From an optimization exercise on the open Yosys and OpenROAD flow, aimed at small area, a short achievable clock period and few clock cycles per item; shortcuts taken in it are not production practice.
The RTL was checked by simulation tests, not by an equivalence proof against the original design.
No activity file was given, so power comes from the tool's default toggle rates.

**config.mk**
```make
export PLATFORM = sky130hd
export DESIGN_NAME = rs80_dec
export DESIGN_NICKNAME = rs80_dec
export VERILOG_FILES = /design/flow/design.v
export SDC_FILE = /design/flow/constraint.sdc
export NUM_CORES = 4
export LEC_CHECK = 0
export ABC_CLOCK_PERIOD_IN_PS = 2600
export CAP_MARGIN = 20
export CORE_MARGIN = 2
export CORE_UTILIZATION = 40
export SETUP_SLACK_MARGIN = 2.4
export SLEW_MARGIN = 20
```
**constraint.sdc**
```tcl
create_clock -name core_clock -period 5.0 [get_ports {clk}]
set_input_delay 1.0000 -clock core_clock [delete_from_list [all_inputs] [get_ports {clk}]]
set_output_delay 1.0000 -clock core_clock [all_outputs]
set_load 0.01 [all_outputs]
```
**design.v**
```verilog
module rs80_dec (
    input  wire        clk,
    input  wire        rst,           
    input  wire        in_valid,
    output wire        in_ready,
    input  wire [15:0] in_data,
    output wire        out_valid,
    input  wire        out_ready,
    output wire [15:0] out_data,
    output wire        out_last,
    output wire [1:0]  out_status,    
    output wire [6:0]  out_pos        
);
    localparam integer D  = 88;       
    localparam integer DL = 2;        
    localparam [6:0]   DM1 = D - 1;
    localparam [7:0]   DM1W = D - 1;
    localparam [1:0] STATUS_OK  = 2'd0,
                     STATUS_COR = 2'd1,
                     STATUS_UNC = 2'd2;
    function [15:0] gf_mul;
        input [15:0] a;
        input [15:0] b;
        reg   [15:0] p;
        reg   [15:0] x;
        integer      n;
        begin
            p = 16'd0;
            x = a;
            for (n = 0; n < 16; n = n + 1) begin
                if (b[n])
                    p = p ^ x;
                x = {x[14:0], 1'b0} ^ (x[15] ? 16'h100B : 16'h0000);
            end
            gf_mul = p;
        end
    endfunction
    function [15:0] gf_sq;
        input [15:0] a;
        reg   [15:0] p;
        reg   [15:0] x;
        integer      n;
        begin
            p = 16'd0;
            x = 16'h0001;
            for (n = 0; n < 16; n = n + 1) begin
                if (a[n])
                    p = p ^ x;
                x = {x[14:0], 1'b0} ^ (x[15] ? 16'h100B : 16'h0000);
                x = {x[14:0], 1'b0} ^ (x[15] ? 16'h100B : 16'h0000);
            end
            gf_sq = p;
        end
    endfunction
    localparam [15:0] A1 = 16'h0002;
    localparam [15:0] A2 = 16'h0004;
    localparam [15:0] A3 = 16'h0008;
    localparam [15:0] A4 = 16'h0010;
    localparam [15:0] A5 = 16'h0020;
    localparam [15:0] AM16 = 16'h922B;    
    integer i;
    reg  [15:0] d_r;
    reg         v_r;
    reg         in_rdy;
    wire        fire = in_valid & in_rdy;
    assign in_ready = in_rdy;
    always @(posedge clk)
        d_r <= in_data;
    reg  [15:0] drum [0:D-1];
    wire [15:0] tap = drum[D-1-DL];
    always @(posedge clk) begin
        drum[0] <= v_r ? d_r : drum[D-1];
        for (i = 1; i < D; i = i + 1)
            drum[i] <= drum[i-1];
    end
    reg  [6:0]  wd;         
    reg  [6:0]  rdd;        
    reg  [6:0]  cnt;        
    reg  [6:0]  in_cnt;     
    reg  [6:0]  acc_cnt;    
    reg  [6:0]  beat;       
    reg  [2:0]  du_st;      
    reg         cur_v;      
    reg  [1:0]  cur_st;
    reg  [6:0]  cur_pos;
    reg  [15:0] cur_e;
    reg  [15:0] o_data;
    reg         o_last;
    reg  [1:0]  o_st;
    reg  [6:0]  o_pos;
    reg         o_v;
    assign out_valid  = o_v;
    assign out_data   = o_data;
    assign out_last   = o_last;
    assign out_status = o_st;
    assign out_pos    = o_pos;
    wire rd = (rdd == DL) && (cnt != 7'd0) && cur_v && (!o_v || out_ready);
    wire last_beat = (beat == 7'd79);
    reg  [15:0] s0, s1, s2, s3, s4, s5;
    wire        first = (acc_cnt == 7'd0);
    wire [15:0] s0n = first ? d_r : (s0 ^ d_r);
    wire [15:0] s1n = first ? d_r : (gf_mul(s1, A1) ^ d_r);
    wire [15:0] s2n = first ? d_r : (gf_mul(s2, A2) ^ d_r);
    wire [15:0] s3n = first ? d_r : (gf_mul(s3, A3) ^ d_r);
    wire [15:0] s4n = first ? d_r : (gf_mul(s4, A4) ^ d_r);
    wire [15:0] s5n = first ? d_r : (gf_mul(s5, A5) ^ d_r);
    wire        snap = v_r && (acc_cnt == 7'd79);
    always @(posedge clk) begin
        if (v_r) begin
            s0 <= s0n; s1 <= s1n; s2 <= s2n;
            s3 <= s3n; s4 <= s4n; s5 <= s5n;
        end
    end
    reg  [15:0] t0, t1, t2, t3, t4, t5;    
    reg  [15:0] e;                         
    reg  [15:0] g;                         
    reg  [15:0] prod;
    reg         found;
    reg  [6:0]  m;
    reg         hk_ok;
    reg         allz;
    reg  [15:0] hit;
    reg  [3:0]  hj;
    integer     j;
    always @(*) begin
        hj = 4'd0;
        for (j = 0; j < 16; j = j + 1) begin
            hit[j] = (g == gf_mul(e, 16'h0001 << j));
            if (hit[j])
                hj = hj | j[3:0];
        end
    end
    wire any_hit = |hit;
    wire [1:0] res_st  = allz ? STATUS_OK :
                         ((e != 16'd0) && found && hk_ok) ? STATUS_COR : STATUS_UNC;
    wire [6:0] res_pos = (res_st == STATUS_COR) ? (7'd79 - m) : 7'd0;
    wire load_cur = (du_st == 3'd6) && (!cur_v || (rd && last_beat));
    always @(posedge clk) begin
        if (snap) begin
            t0 <= s0n; t1 <= s1n; t2 <= s2n;
            t3 <= s3n; t4 <= s4n; t5 <= s5n;
            e  <= s0n;
            g  <= s1n;
        end else begin
            t0 <= t1; t1 <= t2; t2 <= t3; t3 <= t4; t4 <= t5;
            g  <= gf_mul(g, AM16);
        end
        prod <= gf_mul(t0, t2);
        if (du_st == 3'd1) begin
            allz  <= ~|{t0, t1, t2, t3, t4, t5};
            found <= any_hit;
            m     <= {3'd0, hj};
            hk_ok <= 1'b1;
        end else if (du_st != 3'd0 && du_st != 3'd6) begin
            if (any_hit && !found) begin
                found <= 1'b1;
                m     <= {du_st - 3'd1, hj};
            end
            hk_ok <= hk_ok & (prod == gf_sq(t0));
        end
        if (load_cur) begin
            cur_st  <= res_st;
            cur_pos <= res_pos;
            cur_e   <= e;
        end
    end
    wire [6:0] cnt_n    = cnt + {6'd0, v_r} - {6'd0, rd};
    wire       empty_n  = (cnt_n == 7'd0) && !fire;
    wire [6:0] wd_dec   = (wd  == 7'd0) ? DM1 : (wd  - 7'd1);
    wire [6:0] rdd_dec  = (rdd == 7'd0) ? DM1 : (rdd - 7'd1);
    wire [6:0] wd_n     = empty_n ? 7'd1 : (v_r ? wd  : wd_dec);
    wire [6:0] rdd_n    = empty_n ? 7'd1 : (rd  ? rdd : rdd_dec);
    wire [6:0] in_cnt_n = fire ? ((in_cnt == 7'd79) ? 7'd0 : in_cnt + 7'd1) : in_cnt;
    wire [2:0] du_st_n  = snap ? 3'd1 :
                          (du_st != 3'd0 && du_st != 3'd6) ? du_st + 3'd1 :
                          load_cur ? 3'd0 : du_st;
    wire       align_ok = fire ? (wd_n == 7'd0) : (wd_n == 7'd1);
    wire       room_ok  = ({1'b0, cnt_n} + {7'd0, fire}) <= DM1W;
    wire       du_ok    = (in_cnt_n != 7'd79) || (du_st_n == 3'd0);
    always @(posedge clk) begin
        if (rst) begin
            in_rdy  <= 1'b1;
            v_r     <= 1'b0;
            wd      <= 7'd1;
            rdd     <= 7'd1;
            cnt     <= 7'd0;
            in_cnt  <= 7'd0;
            acc_cnt <= 7'd0;
            beat    <= 7'd0;
            du_st   <= 3'd0;
            cur_v   <= 1'b0;
            o_v     <= 1'b0;
        end else begin
            v_r     <= fire;
            in_rdy  <= align_ok && room_ok && du_ok;
            wd      <= wd_n;
            rdd     <= rdd_n;
            cnt     <= cnt_n;
            in_cnt  <= in_cnt_n;
            if (v_r)
                acc_cnt <= (acc_cnt == 7'd79) ? 7'd0 : acc_cnt + 7'd1;
            du_st   <= du_st_n;
            if (load_cur)
                cur_v <= 1'b1;
            else if (rd && last_beat)
                cur_v <= 1'b0;
            if (rd) begin
                beat <= last_beat ? 7'd0 : beat + 7'd1;
                o_v  <= 1'b1;
            end else if (out_ready) begin
                o_v  <= 1'b0;
            end
        end
    end
    wire [15:0] fix = (cur_st == STATUS_COR && beat == cur_pos) ? cur_e : 16'd0;
    always @(posedge clk) begin
        if (rd) begin
            o_data <= (cur_st == STATUS_UNC) ? 16'd0 : (tap ^ fix);
            o_last <= last_beat;
            o_st   <= cur_st;
            o_pos  <= cur_pos;
        end
    end
endmodule
```
**run.sh**
```bash
#!/bin/bash
# synth_recipe.tcl (not shown) runs the flow's synth.tcl, then flattens the netlist and writes it again
# the make line also repeats each setting of config.mk as NAME=value (left out here)
make -C /OpenROAD-flow-scripts/flow DESIGN_CONFIG=/design/flow/config.mk WORK_HOME=/design/flow/orfs CLKGATE_MAP_FILE= SYNTH_SCRIPT=/design/flow/synth_recipe.tcl finish
```
==> results of run 1 <==
## kinds of logic after synthesis
group	Yosys count
buf+inv	243
xor+xnor	887
flops	1774
compound gates	176
simple gates	992
fa+ha+maj	31
mux	38
## registers in the layout, indices dropped and copies added, names as in the netlist, 16 cells and up
name,count
drum,1408
s2,16
t3,16
o_data,16
t4,16
d_r,16
g,16
cur_e,16
prod,16
s4,16
s5,16
s0,16
s3,16
s1,16
t1,16
t2,16
t5,16
e,16
t0,16
## layout make-up
type                            count  area, sq um
Tap cell                         1755         2200
Timing Repair Buffer              292         2630
Clock inverter                     77          948
Clock buffer                      228         4720
Multi-Input combinational cell   2126        16100
Antenna cell                        3         7.51
Sequential cell                  1774        37400
Inverter                           51          204
Fill cell                       11600        67600
## repair_timing
action	CTS	global route
buffers inserted	98	71
pin swaps	49	78
setup endpoints to repair	208	85
cloned	3	1
gates resized for setup	156	93
## layer usage
layer	wire (microns)	up-vias	global-route usage, %
met3	7190	237	3.74
met4	3560	0	6.41
met1	50800	13700	22.0
met2	46700	804	23.6
met5	0	-	0
li1	-	13800	-
## worst max-delay path by stage
stage                   startpoint                   to
2_1_floorplan            out_ready    in_rdy$_SDFF_PP1_
3_3_place_gp             out_ready  rdd[5]$_SDFFE_PP0N_
3_5_place_dp             out_ready  rdd[5]$_SDFFE_PP0N_
4_1_cts            e[13]$_DFFE_PP_   m[0]$_SDFFCE_PP1P_
5_1_grt        rdd[3]$_SDFFE_PP0N_    in_rdy$_SDFF_PP1_
6_report           e[13]$_DFFE_PP_   m[0]$_SDFFCE_PP1P_
## report_power, final
part / leakage (nW) / internal, mW / switching [mW]
Combinational: 7.74 / 3.37 / 3.53
Sequential: 14.6 / 15.3 / 0.582
Clock: 2.77 / 7.19 / 5.34
Total: 25.1 / 25.8 / 9.45
## synth_stat cells, types with 15 or more instances
| cell | n | area share (%) |
|---|---|---|
| clkbuf_1 | 116 | 0.82 |
| nand2_1 | 590 | 4.2 |
| nor3_1 | 37 | 0.35 |
| ha_1 | 30 | 0.70 |
| inv_1 | 47 | 0.33 |
| buf_1 | 38 | 0.27 |
| nor2_1 | 152 | 1.1 |
| edfxtp_1 | 185 | 10 |
| nand4_1 | 33 | 0.39 |
| a21oi_1 | 52 | 0.49 |
| xnor2_1 | 617 | 10 |
| mux2_2 | 22 | 0.47 |
| dfxtp_1 | 1589 | 60 |
| buf_2 | 23 | 0.22 |
| or3_1 | 15 | 0.18 |
| nand3_1 | 35 | 0.33 |
| nor4_1 | 44 | 0.52 |
| xor2_1 | 208 | 3.4 |
| o21ai_0 | 47 | 0.44 |
| nor2b_1 | 15 | 0.18 |
| xnor3_1 | 29 | 1.2 |
## metrics by stage
| stage | hold slack, ns | utilization [%] |
|---|---|---|
| 2_1_floorplan | 0.310 | - |
| 5_1_grt | 0.292 | 48.7 |
| 3_3_place_gp | 0.310 | 42.4 |
| 6_report | 0.294 | 48.7 |
| 3_5_place_dp | 0.312 | 42.4 |
| 4_1_cts | 0.292 | 47.9 |
## layout by cell type, fill, tap and decap left out, types with 45 or more instances in the layout
cell type  synthesis  layout
o21ai_0           47      46
nand2_1          590     589
a21oi_1           52      45
dfxtp_1         1589    1570
nor2_1           152     149
xnor2_1          617     580
xor2_1           208     191
clkbuf_16          0     170
edfxtp_1         185     185
buf_4              8     197
==> key figures, run 1 <==
Power
  – Overall Power: roughly 35 mW
  – PD cells: roughly 550 nW/um^2
  – Leak: 25.1 nW
  – Worst vdd ir: approximately 0.00053 V

Setup path
  – Max stage delay cell, worst path: edfxtp_1
  – R2R Path End: m[0]$_SDFFCE_PP1P_
  – CP cell instances: buf_6 -> inv_6 -> ha_4 -> buf_4 -> buf_4 -> xnor2_1 -> nor4_1 -> o2111ai_1 -> nor3_1 -> a41o_1 -> a211oi_2 -> and3_4 -> a211oi_4 -> or2_4
  – CP Capture Type: flop
  – Reg-to-reg critical path startpoint: e[13]$_DFFE_PP_
  – R2R cell count: 14
  – Worst setup path class: flop to flop
  – CP startpoint kind: flop
  – CP Data Required Time: around 5.5 ns
  – Bufs and invs on worst path: 4
  – Crit path DAT: 3.95 ns
  – Reg2Reg Setup Slack: between 1.5 and 2 ns
  – Kind of cell adding the most delay to the critical path: simple AND/OR/NAND/NOR gates
  – Crit path max fanout: 5
  – Worst path depth: 14
  – Largest incremental delay on the critical path: roughly 0.49 ns
  – Most used cell, CP: buf_4

Detailed routing
  – DR pass1 iterations: 6
  – DRC Markers: 0
  – Total wire length: ~110000 microns
  – Routed vias: 28500
  – Wire length per cell: around 17 microns
  – Post-DRT Antenna Nets: 0
  – Initial drt markers: between 1500 and 2000
  – Via-per-instance ratio: around 4.5

Placed design
  – GP Congestion: 0.903
  – Port bufs: 47
  – Area after DPL: roughly 56000 sq um
  – Pre-CTS setup slack: 0.724 ns
  – Detail Placement HPWL: roughly 66000 microns
  – Dpl cells: 5825

Hold path
  – Critical hold path startpoint: drum[65][7]$_DFF_P_
  – Hold depth: 0
  – Worst hold path class: flop to flop
  – Hold Path End: drum[66][7]$_DFF_P_

Floorplan
  – Starting Density: between 40% and 50%
  – I/O pin total: 48
  – Die X-Extent: ~370 microns
  – Total die area: around 140000 sq um
  – Row count: roughly 130
  – Die Y: roughly 370 microns
  – Core area: 132000 sq um

Yosys
  – EDFF count, synth: between 150 and 200
  – Ys async rst share: 0%
  – Simple logic cell fraction of the synthesized area: between 8 and 9%
  – Avg Inst Size Synth: between 10 and 15 sq um
  – Mapped Cells: approximately 4100
  – Post-Synth Adder-Cell Area: less than 1%
  – Sequential-to-total area share from yosys stat: 70.1%
  – Main combinational cell family by area after synthesis: XOR/XNOR gates
  – Library cells used by synthesis: 80
  – Syn_nets: 4192
  – Synth warn: 2
  – Compound-Gate Fraction of Synth Area: around 2.2%
  – Post-Synth XOR/XNOR Area: between 10% and 20%
  – Most used DFF post-synth: dfxtp_1
  – Mux contribution to synthesized area: less than 1%
  – Number of synthesized register bits: 1774
  – Syn Std Cell Area: between 50000 and 60000 sq um

Timing
  – Fmax: 0.288 GHz
  – Max Slew Vio Count: 0
  – Final Hold Fails: 0
  – Final Critical Period: roughly 3.5 ns
  – Setup violators final: 0
  – Relative slew slack: 27.0%
  – Tcrit/Tclk final: 69.5%
  – TNS Setup: 0 ns
  – Worst Tran Pin Value: between 1 and 1.5 ns
  – Worst Skew: a little under 0.05 ns
  – RSZ-0062 raised after global routing: yes
  – Final WS setup: approximately 1.5 ns

Global routing
  – Global-route wire length before repair: between 150000 and 200000 microns
  – All-Layer GR Usage: between 10% and 20%
  – Number of global-route vias before repair: 28000
  – Initial antenna violation count: 1
  – GRT overflow: 0
  – Largest net degree at the start of global routing: 96

Cells and area
  – NumNets Final: approximately 4500
  – Post-route cell area: ~64000 sq um
  – Area Overhead vs Synth: 20.5%
  – Layout Cells excl Fill: about 6300
  – Share of layout cells above drive strength 1: between 15 and 20%

Clock tree
  – Clock Sinks: approximately 1800
  – H-tree depth: 4
  – Post-CTS Hold Fix Bufs: 0
  – Clock Latency Late Sink: ~0.78 ns
  – Worst-path clk slew: 0.06 ns
  – Cts bufs inserted: about 170
  – Root Driver: clkbuf_16
  – Clock tree from TritonCTS: built
  – Clock Path Buffers: 3

Status
  – Outcome: timing/DRC/antenna clean

Run
  – Max Cap Viol: 0
Testbench counts, summed over its fixed seeds: cycles 16,064, items 192.
==> run 2, diff against run 1 <==
--- a/config.mk
+++ b/config.mk
@@ -6,5 +6,4 @@
 export NUM_CORES = 4
 export LEC_CHECK = 0
-export ABC_CLOCK_PERIOD_IN_PS = 2600
 export CAP_MARGIN = 20
 export CORE_MARGIN = 2
==> key figures, run 2 <==
Detailed routing
  – Via-per-instance ratio: 4.53 (unchanged)
  – Initial drt markers: 1914 (unchanged)
  – Post-DRT Antenna Nets: 0 (unchanged)
  – DRC Markers: 0 (unchanged)
  – DR pass1 iterations: 6 (unchanged)
  – Total wire length: 108000 microns (unchanged)
  – Routed vias: 28500 (unchanged)
  – Wire length per cell: 17.2 microns (unchanged)

Timing
  – TNS Setup: 0 ns (unchanged)
  – RSZ-0062 raised after global routing: yes (unchanged)
  – Max Slew Vio Count: 0 (unchanged)
  – Final Critical Period: 3.48 ns (unchanged)
  – Setup violators final: 0 (unchanged)
  – Worst Skew: 0.0497 ns (unchanged)
  – Final Hold Fails: 0 (unchanged)
  – Relative slew slack: 27.0% (unchanged)
  – Worst Tran Pin Value: 1.09 ns (unchanged)
  – Final WS setup: 1.52 ns (unchanged)
  – Fmax: 0.288 GHz (unchanged)
  – Tcrit/Tclk final: 69.5% (unchanged)

Hold path
  – Worst hold path class: flop to flop (unchanged)

Yosys
  – EDFF count, synth: 185 (unchanged)
  – Simple logic cell fraction of the synthesized area: 8.16% (unchanged)
  – Avg Inst Size Synth: 12.9 sq um (unchanged)
  – Number of synthesized register bits: 1774 (unchanged)
  – Synth top area cells: dfxtp_1 60%, edfxtp_1 10%, xnor2_1 10% (unchanged)
  – Compound-Gate Fraction of Synth Area: 2.17% (unchanged)
  – Ys async rst share: 0% (unchanged)
  – Post-Synth Adder-Cell Area: 0.742% (unchanged)
  – Most used DFF post-synth: dfxtp_1 (unchanged)
  – Synth warn: 2 (unchanged)
  – Library cells used by synthesis: 80 (unchanged)
  – Synth area leader: dfxtp_1 (unchanged)
  – Top post-synthesis cells by count: 1589 x dfxtp_1, 617 x xnor2_1, 590 x nand2_1 (unchanged)
  – Mapped Cells: 4141 (unchanged)
  – Synth top area share: 59.7% (unchanged)
  – Syn_nets: 4192 (unchanged)
  – Mux contribution to synthesized area: 0.770% (unchanged)
  – Top-count cell post-synth: dfxtp_1 (unchanged)
  – Syn Std Cell Area: 53300 sq um (unchanged)
  – Main combinational cell family by area after synthesis: XOR/XNOR gates (unchanged)
  – Sequential-to-total area share from yosys stat: 70.1% (unchanged)
  – Post-Synth XOR/XNOR Area: 16.1% (unchanged)

Global routing
  – Initial antenna violation count: 1 (unchanged)
  – Global-route wire length before repair: 165000 microns (unchanged)
  – Number of global-route vias before repair: 28000 (unchanged)
  – GRT overflow: 0 (unchanged)
  – All-Layer GR Usage: 15.8% (unchanged)
  – Largest net degree at the start of global routing: 96 (unchanged)

Cells and area
  – NumNets Final: 4461 (unchanged)
  – Largest register FFs: 1408 (unchanged)
  – Most frequent cells in the layout: 1570 x dfxtp_1, 589 x nand2_1, 580 x xnor2_1 (unchanged)
  – Commonest non-fill, non-tap cell in the layout: dfxtp_1 (unchanged)
  – Largest reg by FF count: drum (unchanged)
  – Area Overhead vs Synth: 20.5% (unchanged)
  – Layout Utilization: 48.7% (unchanged)
  – Share of layout cells above drive strength 1: 16.1% (unchanged)

Clock tree
  – Worst-path clk slew: 0.06 ns (about the same)
  – Root Driver: clkbuf_16 (unchanged)
  – Clock Latency Late Sink: 0.78 ns (about the same)
  – Clock Sinks: 1774 (unchanged)
  – Clock tree from TritonCTS: built (unchanged)
  – H-tree depth: 4 (unchanged)
  – Post-CTS Hold Fix Bufs: 0 (unchanged)
  – Clock Path Buffers: 3 (unchanged)
  – Cts bufs inserted: 165 (unchanged)

Floorplan
  – Die Y: 369 microns (unchanged)
  – I/O pin total: 48 (unchanged)
  – Starting Density: 40.4% (unchanged)
  – Die X-Extent: 369 microns (unchanged)
  – Row count: 133 (unchanged)
  – Total die area: 136000 sq um (unchanged)
  – Core area: 132000 sq um (unchanged)

Power
  – Worst vdd ir: 0.000528 V (unchanged)
  – PD cells: 550 nW/um^2 (unchanged)
  – Leak: 25.1 nW (unchanged)
  – Overall Power: 35.3 mW (unchanged)

Setup path
  – Largest incremental delay on the critical path: 0.49 ns (about the same)
  – Kind of cell adding the most delay to the critical path: simple AND/OR/NAND/NOR gates (unchanged)
  – CP Capture Type: flop (unchanged)
  – CP Data Required Time: 5.47 ns (about the same)
  – Most used cell, CP: buf_4 (unchanged)
  – Worst setup path class: flop to flop (unchanged)
  – CP startpoint kind: flop (unchanged)
  – Crit path DAT: 3.95 ns (about the same)
  – CP cell instances: buf_6 -> inv_6 -> ha_4 -> buf_4 -> buf_4 -> xnor2_1 -> nor4_1 -> o2111ai_1 -> nor3_1 -> a41o_1 -> a211oi_2 -> and3_4 -> a211oi_4 -> or2_4 (unchanged)
  – Crit path max fanout: 5 (unchanged)
  – Bufs and invs on worst path: 4 (unchanged)
  – Max stage delay cell, worst path: edfxtp_1 (unchanged)

Placed design
  – Detail Placement HPWL: 66100 microns (unchanged)
  – Pre-CTS setup slack: 0.724 ns (unchanged)
  – Port bufs: 47 (unchanged)
  – GP Congestion: 0.903 (unchanged)

Status
  – Outcome: timing/DRC/antenna clean (unchanged)

Run
  – Max Cap Viol: 0 (unchanged)
-- run 2: final timing paths --
check	from	to	slack [ns]	depth (start not counted)
min	drum[65][7]$_DFF_P_	drum[66][7]$_DFF_P_	0.29	0
max reg2reg	e[13]$_DFFE_PP_	m[0]$_SDFFCE_PP1P_	1.52	14
max	e[13]$_DFFE_PP_	m[0]$_SDFFCE_PP1P_	1.52	14
min reg2reg	drum[65][7]$_DFF_P_	drum[66][7]$_DFF_P_	0.29	0
-- run 2: what timing repair did --
action | in CTS | in global routing
pin swaps | 49 | 78
gates resized for setup | 156 | 93
hold endpoints to repair | 0 | 0
endpoints found under the setup margin | 208 | 85
buffers inserted | 98 | 71
cloned | 3 | 1
-- run 2: layout make-up --
class	instances	area (sq um)
Clock buffer	228	4720
Antenna cell	3	7.51
Multi-Input combinational cell	2126	16100
Clock inverter	77	948
Tap cell	1755	2200
Timing Repair Buffer	292	2630
Inverter	51	204
Fill cell	11600	67600
Sequential cell	1774	37400
-- run 2: routing by layer --
metal  GRT usage, %  vias up  wire length, microns
met3           3.74      237                  7190
met1           22.0    13700                 50800
met2           23.6      804                 46700
met4           6.41        0                  3560
met5              0        -                     0
li1               -    13800                     -
-- run 2: through the flow --
step                cells  hold slack (ns)  area (sq um)
floorplan            4141            0.310         53500
global placement     5825            0.310         55900
detailed placement   5825            0.312         55900
CTS                  6231            0.292         63100
global route         6303            0.292         64200
finish               6306            0.294         64200
-- run 2: kinds of logic (layout without fill, tap and decap cells) --
logic type	Yosys count	count (layout)
flip-flops	1774	1774
AND/OR/NAND/NOR	992	993
XOR/XNOR	887	888
buffers and inverters	243	648
AO/OA/AOI/OAI	176	176
multiplexers	38	38
adder cells (fa/ha/maj)	31	31
other	0	3
-- run 2: power breakdown --
part	internal (mW)	total, mW	leakage (nW)	switching, mW
combinational	3.37	6.90	7.74	3.53
clock	7.19	12.5	2.77	5.34
sequential	15.3	15.9	14.6	0.582
==> run 3, diff against run 2 <==
--- a/config.mk
+++ b/config.mk
@@ -9,4 +9,3 @@
 export CORE_MARGIN = 2
 export CORE_UTILIZATION = 40
-export SETUP_SLACK_MARGIN = 2.4
 export SLEW_MARGIN = 20
==> key figures, run 3 <==
Setup path
  – Reg2Reg Setup Slack: 0.75 ns (was 1.52 ns)
  – CP startpoint kind: flop (unchanged)
  – Worst setup path class: flop to flop (unchanged)
  – CP startpoint: e[14]$_DFFE_PP_ (was e[13]$_DFFE_PP_)
  – End point of the critical path: m[3]$_SDFFCE_PP1P_ (was m[0]$_SDFFCE_PP1P_)
  – CP Capture Type: flop (unchanged)
  – Reg-to-reg critical path startpoint: e[14]$_DFFE_PP_ (was e[13]$_DFFE_PP_)
  – Crit path DAT: 4.71 ns (was 3.95 ns)
  – R2R Path End: m[3]$_SDFFCE_PP1P_ (was m[0]$_SDFFCE_PP1P_)
  – R2R cell count: 9 (was 14)
  – CP Data Required Time: 5.46 ns (was 5.47 ns)
  – Crit path max fanout: 18 (was 5)

Global routing
  – All-Layer GR Usage: 15.3% (was 15.8%)
  – Number of global-route vias before repair: 27300 (was 28000)
  – Largest net degree at the start of global routing: 114 (was 96)
  – Global-route wire length before repair: 161000 microns (was 165000 microns)
  – GRT overflow: 0 (unchanged)
  – Initial antenna violation count: 2 (was 1)

Status
  – Outcome: timing/DRC/antenna clean (unchanged)

Floorplan
  – I/O pin total: 48 (unchanged)
  – Row count: 133 (unchanged)
  – Die Y: 369 microns (unchanged)
  – Die X-Extent: 369 microns (unchanged)
  – Starting Density: 40.4% (unchanged)
  – Total die area: 136000 sq um (unchanged)
  – Core area: 132000 sq um (unchanged)

Timing
  – Fmax: 0.235 GHz (was 0.288 GHz)
  – Final Critical Period: 4.25 ns (was 3.48 ns)
  – Setup violators final: 0 (unchanged)
  – Worst hold slack: 0.270 ns (was 0.294 ns)
  – Relative slew slack: 24.1% (was 27.0%)
  – Tcrit/Tclk final: 85.0% (was 69.5%)
  – Worst Tran Pin Value: 1.14 ns (was 1.09 ns)
  – Final WS setup: 0.751 ns (was 1.52 ns)
  – Worst Skew: 0.0561 ns (was 0.0497 ns)
  – Final Hold Fails: 0 (unchanged)
  – RSZ-0062 raised after global routing: no (was yes)
  – TNS Setup: 0 ns (unchanged)
  – Max Slew Vio Count: 0 (unchanged)

Yosys
  – Number of synthesized register bits: 1774 (unchanged)
  – Top-count cell post-synth: dfxtp_1 (unchanged)
  – EDFF count, synth: 185 (unchanged)
  – Avg Inst Size Synth: 12.9 sq um (unchanged)
  – Synth warn: 2 (unchanged)
  – Library cells used by synthesis: 80 (unchanged)
  – Mapped Cells: 4141 (unchanged)
  – Syn Std Cell Area: 53300 sq um (unchanged)
  – Top post-synthesis cells by count: 1589 x dfxtp_1, 617 x xnor2_1, 590 x nand2_1 (unchanged)
  – Most used DFF post-synth: dfxtp_1 (unchanged)
  – Synth top area share: 59.7% (unchanged)
  – Ys async rst share: 0% (unchanged)
  – Syn_nets: 4192 (unchanged)
  – Sequential-to-total area share from yosys stat: 70.1% (unchanged)
  – Synth top area cells: dfxtp_1 60%, edfxtp_1 10%, xnor2_1 10% (unchanged)
  – Synth area leader: dfxtp_1 (unchanged)

Detailed routing
  – DR pass1 iterations: 7 (was 6)
  – Via-per-instance ratio: 4.51 (was 4.53)
  – Post-DRT Antenna Nets: 0 (unchanged)
  – Total wire length: 104000 microns (was 108000 microns)
  – DRC Markers: 0 (unchanged)
  – Initial drt markers: 2124 (was 1914)
  – Routed vias: 27700 (was 28500)
  – Wire length per cell: 16.9 microns (was 17.2 microns)

Cells and area
  – Most frequent cells in the layout: 1585 x dfxtp_1, 616 x xnor2_1, 590 x nand2_1 (was 1570 x dfxtp_1, 589 x nand2_1, 580 x xnor2_1)
  – Share of layout cells above drive strength 1: 9.65% (was 16.1%)
  – Largest register FFs: 1408 (unchanged)
  – Area Overhead vs Synth: 15.5% (was 20.5%)
  – Largest reg by FF count: drum (unchanged)
  – Fillers: 11800 (was 11600)
  – NumNets Final: 4284 (was 4461)
  – Area of the multi-input gates: 14900 sq um (was 16100 sq um)
  – Layout Utilization: 46.7% (was 48.7%)
  – Post-route cell area: 61500 sq um (was 64200 sq um)
  – Commonest non-fill, non-tap cell in the layout: dfxtp_1 (unchanged)
  – Register Area: 37400 sq um (about the same)

Power
  – Leak: 23.8 nW (was 25.1 nW)
  – Worst vdd ir: 0.000528 V (about the same)
  – Sw power: 9.17 mW (was 9.45 mW)
  – PD cells: 566 nW/um^2 (was 550 nW/um^2)
  – Comb pwr share: 17.6% (was 19.5%)
  – Clock share of power: 36.8% (was 35.5%)
  – Reg power frac: 45.6% (was 45.0%)
  – Switching Fraction: 26.4% (was 26.8%)
  – Cell Int Power: 25.6 mW (was 25.8 mW)

Clock tree
  – # resized after CTS: 0 (was 156)
  – Cts bufs inserted: 165 (unchanged)
  – Clock Latency Late Sink: 0.79 ns (was 0.78 ns)
  – Root Driver: clkbuf_16 (unchanged)
  – H-tree depth: 4 (unchanged)
  – Clock tree from TritonCTS: built (unchanged)
  – Worst-path clk slew: 0.06 ns (about the same)
  – Clock Path Buffers: 3 (unchanged)
  – Clock Sinks: 1774 (unchanged)
  – Post-CTS Hold Fix Bufs: 0 (unchanged)
  – Setup bufs post-CTS: 0 (was 98)

Hold path
  – Worst hold path class: flop to flop (unchanged)
  – Critical hold path startpoint: drum[51][12]$_DFF_P_ (was drum[65][7]$_DFF_P_)

Run
  – Max Cap Viol: 0 (unchanged)

Placed design
  – Port bufs: 47 (unchanged)
  – Pre-CTS setup slack: 0.732 ns (was 0.724 ns)
  – GP Congestion: 0.894 (was 0.903)
  – Area after DPL: 55700 sq um (was 55900 sq um)
  – Detail Placement HPWL: 64900 microns (was 66100 microns)
run 3: changes by cell type in the layout (fill, tap and decap cells not counted), sizes merged:
cell / previous run / this run
diode: 3 / 2
buf: 243 / 70
clkbuf: 229 / 240
xor3: 9 / 8
clkinvlp: 8 / 6
clkdlybuf4s50: 19 / 47
clkinv: 53 / 48
bufbuf: 1 / 0
dlygate4sd2: 28 / 0
nor2: 153 / 152
inv: 58 / 57
run 3: cell families (layout without fill, tap and decap cells):
| family | Yosys count | count (layout) | synth area share, % |
|---|---|---|---|
| DFF | 1774 | 1774 | 70.1 |
| and+or+nand+nor | 992 | 992 | 8.16 |
| xor gates and xnor gates | 887 | 887 | 16.1 |
| buffers and inverters | 243 | 477 | 1.92 |
| AOI/OAI and AO/OA | 176 | 176 | 2.17 |
| muxes | 38 | 38 | 0.770 |
| adders and majority gates | 31 | 31 | 0.742 |
| other | 0 | 2 | 0 |
run 3: power groups by stage:
stage	registers, mW	clock network (mW)	logic [mW]
final	15.9	12.8	6.13
after global routing	16.0	13.8	6.73
after CTS	15.9	13.2	6.12
after detailed placement	16.2	0	6.07
after global placement	16.2	0	6.10
after floorplan	15.8	0	5.08
run 3: cell type report:
type	count	share of cell area (%)
Sequential cell	1774	60.8
Multi-Input combinational cell	2124	24.3
Clock buffer	240	7.98
Tap cell	1755	3.57
Timing Repair Buffer	117	1.66
Clock inverter	69	1.45
Inverter	51	0.313
Antenna cell	2	0.00814
run 3: stage by stage:
| step | std cells | power (mW) |
|---|---|---|
| CTS | 6130 | 35.2 |
| detailed placement | 5821 | 22.2 |
| global route | 6130 | 36.5 |
| finish | 6132 | 34.8 |
| floorplan | 4141 | 20.9 |
| global placement | 5821 | 22.3 |
run 3: worst max-delay path, cell delays in order, from the launching register on:
cell       delay (ns)
edfxtp_1         0.77
xnor2_1          0.71
xnor3_1          0.47
xnor2_1          0.16
nor4_1           0.39
o2111ai_1        0.24
o31ai_2          0.49
a2111oi_4        0.13
a211oi_4         0.34
or2_1            0.25
run 3: worst min path at each step:
| stage | endpoint | slack [ns] | depth (start not counted) |
|---|---|---|---|
| 3_3_place_gp | drum[22][13]$_DFF_P_ | 0.31 | 0 |
| 3_5_place_dp | drum[20][1]$_DFF_P_ | 0.31 | 0 |
| 5_1_grt | drum[56][9]$_DFF_P_ | 0.27 | 0 |
| 4_1_cts | drum[52][12]$_DFF_P_ | 0.26 | 0 |
| 2_1_floorplan | drum[10][0]$_DFF_P_ | 0.31 | 0 |
| 6_report | drum[52][12]$_DFF_P_ | 0.27 | 0 |
run 3: layer usage:
| layer | wire, microns | vias to the layer above | track usage, % | share of wire [%] |
|---|---|---|---|---|
| li1 | - | 13400 | - | - |
| met1 | 49700 | 13200 | 22.4 | 48 |
| met2 | 43900 | 796 | 22.4 | 42 |
| met3 | 7420 | 186 | 3.09 | 7.2 |
| met4 | 2620 | 0 | 5.57 | 2.5 |
| met5 | 0 | - | 0 | 0 |

-- re-timing with driven ports --
In the flow no input, the clock included, has a driving cell. The finished layouts below were timed again as built, in two steps. Step 1 (the two cells are an assumption about what drives the block):
set clk [get_ports {clk}]
set_driving_cell -lib_cell sky130_fd_sc_hd__clkbuf_16 $clk
set_driving_cell -lib_cell sky130_fd_sc_hd__buf_2 [delete_from_list [all_inputs] $clk]
Step 2, shift: input delay + t, output delay - t, t = (earliest + latest rising clock arrival at the registers) / 2. This alone moves slack from input paths to output paths. a / b / c = ideal ports / drivers / drivers and shift; a / b = the first two.
run	t (ns)	setup slack, ns	cell pins on the clock port's net
run 1	0.826	1.524 / 1.524 / 1.052	1
run 2	0.826	1.524 / 1.524 / 1.052	1
run 3	0.830	0.751 / 0.751 / 0.732	1
After both steps every run listed still meets setup and hold.
